Context: an optimization exercise on an open-source flow, tuned for small area, a short achievable clock period and few clock cycles per item. The choices shown serve that exercise and are no tape-out recipe. Function was not checked in any run shown here: the RTL went through the layout flow alone. Power figures rest on the tool's default switching activity, not on a simulated workload.

File: design/flow/design.v
module div_unit (
    input  wire        clk,
    input  wire        rst,        
    input  wire        trig,       
    input  wire        sgn,        
    input  wire [63:0] a,          
    input  wire [63:0] b,          
    output reg  [63:0] dq,         
    output reg  [63:0] dm,         
    output wire        done,       
    output reg         cpl,        
    output reg         ov,         
    output reg         dz          
);
    reg        busy;               
    reg        align;              
    reg        fix;                
    reg [5:0]  cnt;                
    reg [64:0] rem;                
    reg [63:0] quo;                
    reg [64:0] dvx;                
    reg        cin;                
    reg        neg_a;              
    reg        neg_q;              
    reg [1:0]  lastq;              
    assign done = !busy;
    function automatic [6:0] width64(input [63:0] v);
        integer i;
        begin
            width64 = 7'd0;
            for (i = 0; i < 64; i = i + 1)
                if (v[i]) width64 = i + 1;
        end
    endfunction
    function automatic [63:0] lower_or(input [63:0] v);
        integer i, l;
        begin
            lower_or = {v[62:0], 1'b0};
            for (l = 1; l < 64; l = l * 2)
                for (i = 0; i < 64; i = i + 1)
                    if ((i / l) % 2 == 1)
                        lower_or[i] = lower_or[i] | lower_or[(i / l) * l - 1];
        end
    endfunction
    function automatic [66:0] add67(input [66:0] x, input [66:0] y, input c);
        reg [66:0] g, p;
        integer i, l;
        begin
            g = x & y;
            p = x ^ y;
            g[0] = g[0] | (p[0] & c);
            for (l = 1; l < 67; l = l * 2)
                for (i = 0; i < 67; i = i + 1)
                    if ((i / l) % 2 == 1) begin
                        g[i] = g[i] | (p[i] & g[(i / l) * l - 1]);
                        p[i] = p[i] & p[(i / l) * l - 1];
                    end
            add67 = x ^ y ^ {g[65:0], c};
        end
    endfunction
    wire        a_neg  = sgn && a[63];
    wire        b_neg  = sgn && b[63];
    wire [6:0]  wa_x   = width64(a ^ {64{a_neg}});
    wire [6:0]  wb_x   = width64(b ^ {64{b_neg}});
    wire [6:0]  wa     = wa_x + {6'd0, a_neg};
    wire [6:0]  wb     = (wb_x == 7'd0) ? 7'd1 : wb_x;
    wire        b_zero = (b == 64'd0);
    wire        fast   = b_zero || (wa < wb);    
    wire [6:0]  shamt  = wa - wb;                
    wire        mp_t   = a_neg && !b_neg;        
    wire       inv = !neg_q;
    reg [64:0] sh;
    integer k;
    always @* begin
        sh = {neg_q ^ neg_a, quo} ^ {65{inv}};    
        for (k = 1; k < 6; k = k + 1)
            if (cnt[k]) sh = (sh << (1 << k)) | ({65{inv}} & ((65'd1 << (1 << k)) - 65'd1));
    end
    wire [66:0] r67 = {{2{rem[64]}}, rem};
    wire [66:0] x1  = {{2{dvx[64]}}, dvx};
    wire [66:0] x2  = {dvx[64], dvx, cin};        
    wire [66:0] cs  = r67 ^ x1 ^ x2;
    wire [66:0] cc  = {(r67[65:0] & x1[65:0]) | (r67[65:0] & x2[65:0]) | (x1[65:0] & x2[65:0]), cin};
    wire [66:0] s1  = add67(r67, x1, cin);
    wire [66:0] s2  = add67(r67, x2, cin);
    wire [66:0] s3  = add67(cs, cc, cin);
    wire        z1  = &(r67 ^ x1);
    wire        z2  = &(r67 ^ x2);
    wire        z3  = &(cs ^ cc);
    wire        acc1 = neg_a ? (s1[66] | (cin & z1)) : !s1[66];
    wire        acc2 = neg_a ? (s2[66] | (cin & z2)) : !s2[66];
    wire        acc3 = neg_a ? (s3[66] | (cin & z3)) : !s3[66];
    wire [64:0] rsel = acc3 ? s3[64:0] : acc2 ? s2[64:0] : acc1 ? s1[64:0] : rem;
    wire [1:0]  dig  = {acc2, acc3 | (acc1 & !acc2)};
    wire [1:0]  qlsb  = fix ? lastq : dig;
    wire [63:0] qn    = {quo[61:0], qlsb};
    wire [63:0] qlo   = lower_or({quo[61:0], 2'b00}) | {{62{qlsb[1] | qlsb[0]}}, qlsb[0], 1'b0};
    wire [63:0] q_res = qn ^ (qlo & {64{neg_q}});
    wire [63:0] r_res = fix ? s1[63:0] : rsel[63:0];
    wire        last  = (cnt == 6'd0);
    always @(posedge clk) begin
        cpl <= 1'b0;
        if (rst) begin
            busy <= 1'b0;
            dq   <= 64'd0;
            dm   <= 64'd0;
        end else if (trig) begin
            ov    <= a_neg && b_neg && (a == 64'h8000_0000_0000_0000) &&
                     (b == 64'hFFFF_FFFF_FFFF_FFFF);
            dz    <= b_zero;
            neg_a <= a_neg;
            neg_q <= a_neg ^ b_neg;
            if (fast) begin
                busy <= 1'b0;
                cpl  <= 1'b1;
                dq   <= 64'd0;
                dm   <= a;
            end else begin
                busy  <= 1'b1;
                align <= 1'b1;
                fix   <= 1'b0;
                cnt   <= shamt[5:0];
                rem   <= {a_neg, a};
                quo   <= b;
                dvx   <= {65{mp_t}};         
                cin   <= 1'b0;
            end
        end else if (busy) begin
            if (align) begin
                align <= 1'b0;
                rem   <= s1[64:0];
                quo   <= 64'd0;
                dvx   <= sh;
                cin   <= inv;
                cnt   <= {1'b0, cnt[5:1]};
            end else if (fix) begin
                busy <= 1'b0;
                cpl  <= 1'b1;
                dq   <= q_res;
                dm   <= r_res;
            end else begin
                rem <= rsel;
                dvx <= {{2{dvx[64]}}, dvx[64:2]};
                cnt <= cnt - 6'd1;
                if (last) begin
                    if (neg_a && !cin) begin
                        fix   <= 1'b1;
                        lastq <= dig;
                        dvx   <= 65'd0;
                        cin   <= 1'b1;
                    end else begin
                        busy <= 1'b0;
                        cpl  <= 1'b1;
                        dq   <= q_res;
                        dm   <= r_res;
                    end
                end else begin
                    quo <= qn;
                end
            end
        end
    end
endmodule
File: design/flow/run.sh
#!/bin/bash
# synth_recipe.tcl (not shown) runs the flow's synth.tcl, then flattens the netlist and writes it again
# the make line also repeats each setting of config.mk as NAME=value (left out here)
make -C /OpenROAD-flow-scripts/flow DESIGN_CONFIG=/design/flow/config.mk WORK_HOME=/design/flow/orfs CLKGATE_MAP_FILE= SYNTH_SCRIPT=/design/flow/synth_recipe.tcl finish
File: design/flow/config.mk
export PLATFORM = sky130hd
export DESIGN_NAME = div_unit
export DESIGN_NICKNAME = div_unit
export VERILOG_FILES = /design/flow/design.v
export SDC_FILE = /design/flow/constraint.sdc
export NUM_CORES = 4
export LEC_CHECK = 0
export CAP_MARGIN = 20
export CORE_MARGIN = 2
export CORE_UTILIZATION = 40
export SETUP_SLACK_MARGIN = 5
export SLEW_MARGIN = 20
File: design/flow/constraint.sdc
create_clock -name core_clock -period 11.0 [get_ports {clk}]
set_input_delay 2.2000 -clock core_clock [delete_from_list [all_inputs] [get_ports {clk}]]
set_output_delay 2.2000 -clock core_clock [all_outputs]
set_load 0.01 [all_outputs]
==> out/metrics.yaml, run 1 <==
critical_path:
  cp-start-kind: "input port"
  cp_max_fo: 8
  cp.required_ps: 11400
  slowest_delay_ps: 640
  critPathArrivalTime_ps: 7900
  r2r_slack_ps: 4320
  cpMaxStageDelayCell: "clkdlybuf4s50_1"
  timing.critical_path.to_type: "register"
  crit_type: "input port to register"
yosys:
  synth_area_um2: 35300
  seq_area_frac_synth_pct: 25.1
  yosysMostFrequentCell: "nand2_1"
  synth_compound_area_share_pct: 26.0
  synth_async_sr_flop_share_pct: 0
  syn_area_per_cell_um2: 8.04
  ys_warn_count: 1
  yosys.area.top_type_share_pct: 17.8
  synth_top_cell_by_area: "edfxtp_1"
  netlist_top_cells_count: "nand2_1 (541), o21ai_0 (402), a21oi_1 (378), nor2_1 (329), clkbuf_1 (265)"
  netlist-cell-type-count: 85
  synthAdderAreaFrac_pct: 12.3
  synth_top_family_by_area: "compound AO/OA/AOI/OAI gates"
  synth_simple_gate_area_share_pct: 18.9
  synthTopCellsByArea: "edfxtp_1 (18%), ha_1 (7.4%), dfxtp_1 (7.4%)"
  synthMuxAreaShare_pct: 5.41
  synth-seq-cells: 339
  synth_enable_flop_cells: 209
  synth_nets: 4819
  synth-xor-area-share_pct: 7.81
  syn_inst: 4392
  synth_ff_type: "edfxtp_1"
outcome:
  status: "no timing/DRC/antenna violations"
sta:
  max_freq_ghz: 0.133
  setup_viol: 0
  finClkSkew_ps: 53.2
  hold_slack_ps: 455
  rsz0062_at_grt: "yes"
  period_needed_ps: 7500
  setup_tns_ps: 0
  worstMarginPinSlew_ps: 1060
  finalCritPeriodShare_pct: 68.2
  finalMaxSlewViolations: 0
  hold_viol: 0
  relSlewSlack_pct: 29.1
floorplan:
  dieHeight_um: 301
  ios: 264
  core_um2: 87200
  die_w_um: 301
  initial_core_util_pct: 40.5
  dieArea_um2: 90700
  row_count: 108
place:
  placed_area_um2: 38800
  dpl.cell_count: 5541
  gp_congestion: 0.996
  hpwl_um: 113000
  io_buffers: 263
global_route:
  track_usage_pct: 34.6
  overflow: 0
  grt_pass1_vias: 34300
  grt_pass1_wl_um: 233000
  grt_antenna_before_repair: 5
  grt_max_degree: 163
clock_network:
  cts_root_buf: "clkbuf_16"
  clockBufferDepth: 3
  clk_pin_slew_ps: 60
  tritoncts: "yes"
  cts_sinks: 339
  cts-hold-fix-buffers: 0
  cts_htree_levels: 2
  cts-buffers-inserted: 45
  clk-insertion-delay-late_ps: 670
final_layout:
  fin_nets: 5031
  fin_area_um2: 44400
  drive_gt1_share_pct: 15.0
  final-instance-count-excl-fill: 5802
  layout-area-overhead-vs-synth_pct: 25.8
routing:
  wl_per_cell_um: 28.5
  ant_nets: 0
  drcViolationCount: 0
  drtPass1Iterations: 6
  drt_iter0_markers: 4894
  dr_total_vias: 38100
  viasPerCell: 6.56
  routed_wl_um: 166000
worst_hold_path:
  holdCritPathClass: "register to register"
power:
  peakVddDrop_mv: 0.132
  powerDensity_nw_per_um2: 154
  leakage_uw: 0.0170
  power_uw: 6830
flow_run:
  drv_cap: 0
[final timing paths]
check                        end                start  depth (start not counted)
max            dvx[19]$_DFFE_PP_                a[17]                         29
max reg2reg  dq[58]$_SDFFE_PP0P_     quo[5]$_DFFE_PP_                         15
min          dq[35]$_SDFFE_PP0P_  dq[35]$_SDFFE_PP0P_                          2
min reg2reg  dq[35]$_SDFFE_PP0P_  dq[35]$_SDFFE_PP0P_                          2
[cell type report]
| type | instances | area [um2] |
|---|---|---|
| Clock inverter | 30 | 374 |
| Tap cell | 1155 | 1450 |
| Multi-Input combinational cell | 3637 | 26400 |
| Inverter | 99 | 402 |
| Timing Repair Buffer | 482 | 5630 |
| Sequential cell | 339 | 8880 |
| Clock buffer | 54 | 1260 |
| Antenna cell | 6 | 15.0 |
| Fill cell | 8189 | 42700 |
[routing by layer]
layer,share of wire [%],vias to the layer above,GRT usage (%)
li1,-,16700,-
met1,39,18200,46.9
met2,41,2604,50.0
met3,13,493,9.88
met4,6.0,6,17.2
met5,0.025,-,0
[state kept, by name (all words and copies together), names as in the netlist]
name	cells
cnt	6
align	1
dq	64
neg_a	1
dz	1
dm	64
cin	1
ov	1
lastq	2
busy	1
rem	65
dvx	65
cpl	1
neg_q	1
quo	64
fix	1
[report_power, final]
group / switching [uW] / leakage (uW) / internal [uW]
Clock: 700 / 0.000782 / 952
Sequential: 178 / 0.00301 / 1470
Combinational: 2130 / 0.0132 / 1390
Total: 3010 / 0.0170 / 3820
[kinds of logic after synthesis]
group                      after synthesis
and+or+nand+nor                       1433
AOI/OAI and AO/OA                     1446
xor gates and xnor gates               315
DFF                                    339
adders and majority gates              295
buffers and inverters                  420
muxes                                  144
[metrics by stage]
stage / util, % / setup WS (ps)
2_1_floorplan: - / 1740
3_3_place_gp: 44.5 / 1450
3_5_place_dp: 44.5 / 1360
4_1_cts: 49.4 / 3600
5_1_grt: 51.0 / 3330
6_report: 51.0 / 3500
[critical path, delay by kind of cell]
kind,cells,cell delay [ps]
XOR/XNOR,1,160
AND/OR/NAND/NOR,4,500
adder cells (fa/ha/maj),2,550
buffers and inverters,5,1390
AO/OA/AOI/OAI,17,3050
[repair_timing]
item,in CTS,in global routing
cloned,34,12
pin swaps,97,100
resized for setup,431,227
endpoints found under the setup margin,406,399
setup buffers,80,44
[cells in the final DEF (no fill, tap or decap), types with 33 or more instances in the layout]
master | netlist | routed
buf_16 | 0 | 33
nor4_1 | 43 | 38
buf_6 | 1 | 40
clkdlybuf4s50_1 | 0 | 213
and3_1 | 57 | 49
mux2i_1 | 84 | 81
a31oi_1 | 47 | 43
a21oi_2 | 0 | 68
o31ai_1 | 42 | 40
fa_1 | 86 | 82
nand2_1 | 541 | 513
a21o_1 | 103 | 103
clkbuf_16 | 0 | 56
or3_1 | 49 | 48
nand3_1 | 99 | 89
mux4_2 | 35 | 35
nor2_4 | 0 | 36
a21oi_1 | 378 | 301
nor3_1 | 85 | 82
ha_1 | 209 | 203
nand2b_1 | 36 | 36
xor2_1 | 138 | 138
o21ai_0 | 402 | 333
nor2_1 | 329 | 280
dfxtp_1 | 130 | 130
o21ai_1 | 4 | 63
nand4_1 | 49 | 49
xnor2_1 | 177 | 174
nor2b_1 | 49 | 49
buf_4 | 0 | 104
o22ai_1 | 62 | 60
o211ai_1 | 35 | 35
edfxtp_1 | 209 | 209
a221o_1 | 46 | 46
inv_1 | 95 | 90
==> run 2, diff against run 1 <==
--- a/design/flow/config.mk
+++ b/design/flow/config.mk
@@ -9,4 +9,3 @@
 export CORE_MARGIN = 2
 export CORE_UTILIZATION = 40
-export SETUP_SLACK_MARGIN = 5
 export SLEW_MARGIN = 20
==> out/metrics.yaml, run 2 <==
clock_network:
  cts-hold-fix-buffers: 0
  cts_htree_levels: 2
  cts_root_buf: "clkbuf_16"
  clockBufferDepth: 3
  cts-buffers-inserted: 46
  cts_setup_buffers: 0
  clk-insertion-delay-late_ps: 640
  tritoncts: "yes"
  clk_pin_slew_ps: 60
  cts_resized: 0
  cts_sinks: 339
global_route:
  grt_antenna_before_repair: 6
  grt_pass1_wl_um: 223000
  track_usage_pct: 32.7
  grt_max_degree: 135
  use_met3_pct: 9.08
  top_usage_layer: "met2"
  grt_pass1_vias: 33400
  use_met1_pct: 45.8
  use_met2_pct: 47.7
  overflow: 0
sta:
  rsz0062_at_grt: "no"
  max_freq_ghz: 0.106
  period_needed_ps: 9450
  hold_slack_ps: 455
  setup_tns_ps: 0
  hold_viol: 0
  finalCritPeriodShare_pct: 85.9
  relSlewSlack_pct: 26.2
  finalMaxSlewViolations: 0
  finClkSkew_ps: 60.9
  worstMarginPinSlew_ps: 1110
  setup_viol: 0
place:
  gp_congestion: 0.984
  hpwl_um: 116000
  io_buffers: 263
  placed_area_um2: 38800
power:
  p_switching_uw: 2760
  clockPowerShare_pct: 25.0
  leakage_uw: 0.0153
  internal-power_uw: 3440
  swShare_pct: 44.5
  power_uw: 6200
  powerDensity_nw_per_um2: 154
  power_frac_comb_pct: 48.5
  peakVddDrop_mv: 0.117
  seqPwrFrac_pct: 26.4
yosys:
  seq_area_frac_synth_pct: 25.1
  syn_area_per_cell_um2: 8.04
  synthTopCellsByArea: "edfxtp_1 (18%), ha_1 (7.4%), dfxtp_1 (7.4%)"
  synth_enable_flop_cells: 209
  synth_ff_type: "edfxtp_1"
  netlist_top_cells_count: "nand2_1 (541), o21ai_0 (402), a21oi_1 (378), nor2_1 (329), clkbuf_1 (265)"
  synth_nets: 4819
  yosys.area.top_type_share_pct: 17.8
  synth-seq-cells: 339
  ys_warn_count: 1
  syn_inst: 4392
  synth_area_um2: 35300
  netlist-cell-type-count: 85
  synth_top_cell_by_area: "edfxtp_1"
  synth_async_sr_flop_share_pct: 0
  yosysMostFrequentCell: "nand2_1"
critical_path:
  r2r_end: "rem[26]$_DFFE_PP_"
  r2r_slack_ps: 2470
  slowest_delay_ps: 640
  crit_type: "input port to register"
  cp_max_fo: 58
  cpMaxStageDelayCell: "clkdlybuf4s50_1"
  cp.required_ps: 11260
  timing.critical_path.to_type: "register"
  reg2regPathDepth: 25
  critPathArrivalTime_ps: 9710
  r2r_start: "dvx[0]$_DFFE_PP_"
  cp-start-kind: "input port"
worst_hold_path:
  holdCritPathClass: "register to register"
  worstHoldEndpoint: "dq[2]$_SDFFE_PP0P_"
  worstHoldStart: "dq[2]$_SDFFE_PP0P_"
  holdPathStages: 2
final_layout:
  layout_commonest_cell: "nand2_1"
  fin_nets: 4871
  largest_registers: "dvx: 65 flops, rem: 65 flops"
  fin_area_um2: 40300
  layout-area-overhead-vs-synth_pct: 14.2
  drive_gt1_share_pct: 5.91
  final_cell_mix: "nand2_1 (541), o21ai_0 (402), a21oi_1 (377), nor2_1 (321), clkdlybuf4s50_1 (261)"
routing:
  dr_total_vias: 36000
  drt_iter0_markers: 4714
  drtPass1Iterations: 7
  viasPerCell: 6.38
  ant_nets: 0
  drcViolationCount: 0
  wl_per_cell_um: 27.0
  routed_wl_um: 152000
floorplan:
  row_count: 108
  ios: 264
  die_w_um: 301
  dieHeight_um: 301
  dieArea_um2: 90700
  core_um2: 87200
  initial_core_util_pct: 40.5
outcome:
  status: "no timing/DRC/antenna violations"
flow_run:
  drv_cap: 0
==> run 2: cell count changes in the layout (fill, tap and decap cells not counted), sizes merged, moves of 2 or more <==
cell and delta:
buf -159, clkdlybuf4s50 +48, dlygate4sd2 -20, clkdlybuf4s15 -8, bufinv -6, clkinvlp -6
clkbuf -5, diode -5, inv +5, bufbuf -2, dlymetal6s2s -2
==> run 2: cell families after synthesis <==
family | count (synthesis) | share of synthesized area (%)
AO/OA/AOI/OAI | 1446 | 26.0
AND/OR/NAND/NOR | 1433 | 18.9
buffers and inverters | 420 | 4.51
flip-flops | 339 | 25.1
XOR/XNOR | 315 | 7.81
adder cells (fa/ha/maj) | 295 | 12.3
multiplexers | 144 | 5.41
==> run 2: worst max path at each step <==
stage	cells after the start	start	endpoint
global placement	35	a[63]	rem[16]$_DFFE_PP_
floorplan	31	a[63]	quo[0]$_DFFE_PP_
finish	32	a[63]	rem[15]$_DFFE_PP_
detailed placement	35	a[63]	rem[16]$_DFFE_PP_
CTS	35	a[63]	rem[16]$_DFFE_PP_
global route	35	a[63]	rem[15]$_DFFE_PP_
==> run 2: layer usage <==
metal / vias to the layer above / share of wire (%)
li1: 16400 / -
met1: 17400 / 42
met2: 1947 / 42
met3: 295 / 12
met4: 6 / 4.0
met5: - / 0.022
==> run 2: final cells by class <==
cell class | count | area (um2)
Tap cell | 1155 | 1450
Clock buffer | 63 | 1340
Antenna cell | 1 | 2.50
Multi-Input combinational cell | 3633 | 25000
Clock inverter | 22 | 211
Sequential cell | 339 | 8880
Fill cell | 8611 | 46800
Inverter | 99 | 377
Timing Repair Buffer | 325 | 3130
==> run 2: worst max-delay path: cells and delay by family <==
| kind | cells | cell delay [ps] |
|---|---|---|
| AO/OA/AOI/OAI | 18 | 3240 |
| buffers and inverters | 6 | 2320 |
| AND/OR/NAND/NOR | 5 | 1100 |
| adder cells (fa/ha/maj) | 2 | 580 |
| XOR/XNOR | 1 | 180 |
==> run 2: power by group through the flow <==
| stage | combinational [uW] | clock [uW] | sequential (uW) |
|---|---|---|---|
| 2_1_floorplan | 1990 | 0 | 1590 |
| 3_3_place_gp | 2890 | 0 | 1660 |
| 3_5_place_dp | 2900 | 0 | 1660 |
| 4_1_cts | 2920 | 1560 | 1630 |
| 5_1_grt | 3240 | 1600 | 1650 |
| 6_report | 3010 | 1550 | 1640 |
==> run 2: per-stage QoR <==
step                      instances  util (%)  worst slack (ps)
after detailed placement       5551      44.5              1070
final                          5637      46.3              1550
after global placement         5550      44.5              1230
after global routing           5636      46.3              1040
after CTS                      5636      46.3              1660
after floorplan                4392         -              25.7

[afterwards: timing with drivers on the ports]
No port has a modelled driver above. Below, the same layouts with a new extraction and two added sets of constraints. Step 1 (the two cells are an assumption about what drives the block):
set clk [get_ports {clk}]
set_driving_cell -lib_cell sky130_fd_sc_hd__clkbuf_16 $clk
set_driving_cell -lib_cell sky130_fd_sc_hd__buf_2 [delete_from_list [all_inputs] $clk]
Step 2, shift: input delay + t, output delay - t, t = (earliest + latest rising clock arrival at the registers) / 2. This alone moves slack from input paths to output paths. Three values: no drivers, after step 1, after step 2; two values: the first two.
run | shift t [ns] | setup WS [ns] | clock arrival spread, ns
run 1 | 0.718 | 3.502 / 3.527 / 2.809 | 0.054 / 0.054
run 2 | 0.681 | 1.547 / 1.595 / 0.914 | 0.061 / 0.061
After both steps setup and hold are still met in every run listed. The setup slack of run 1, which loses most, moves by +0.025 ns with the drivers and by -0.693 ns with both steps.
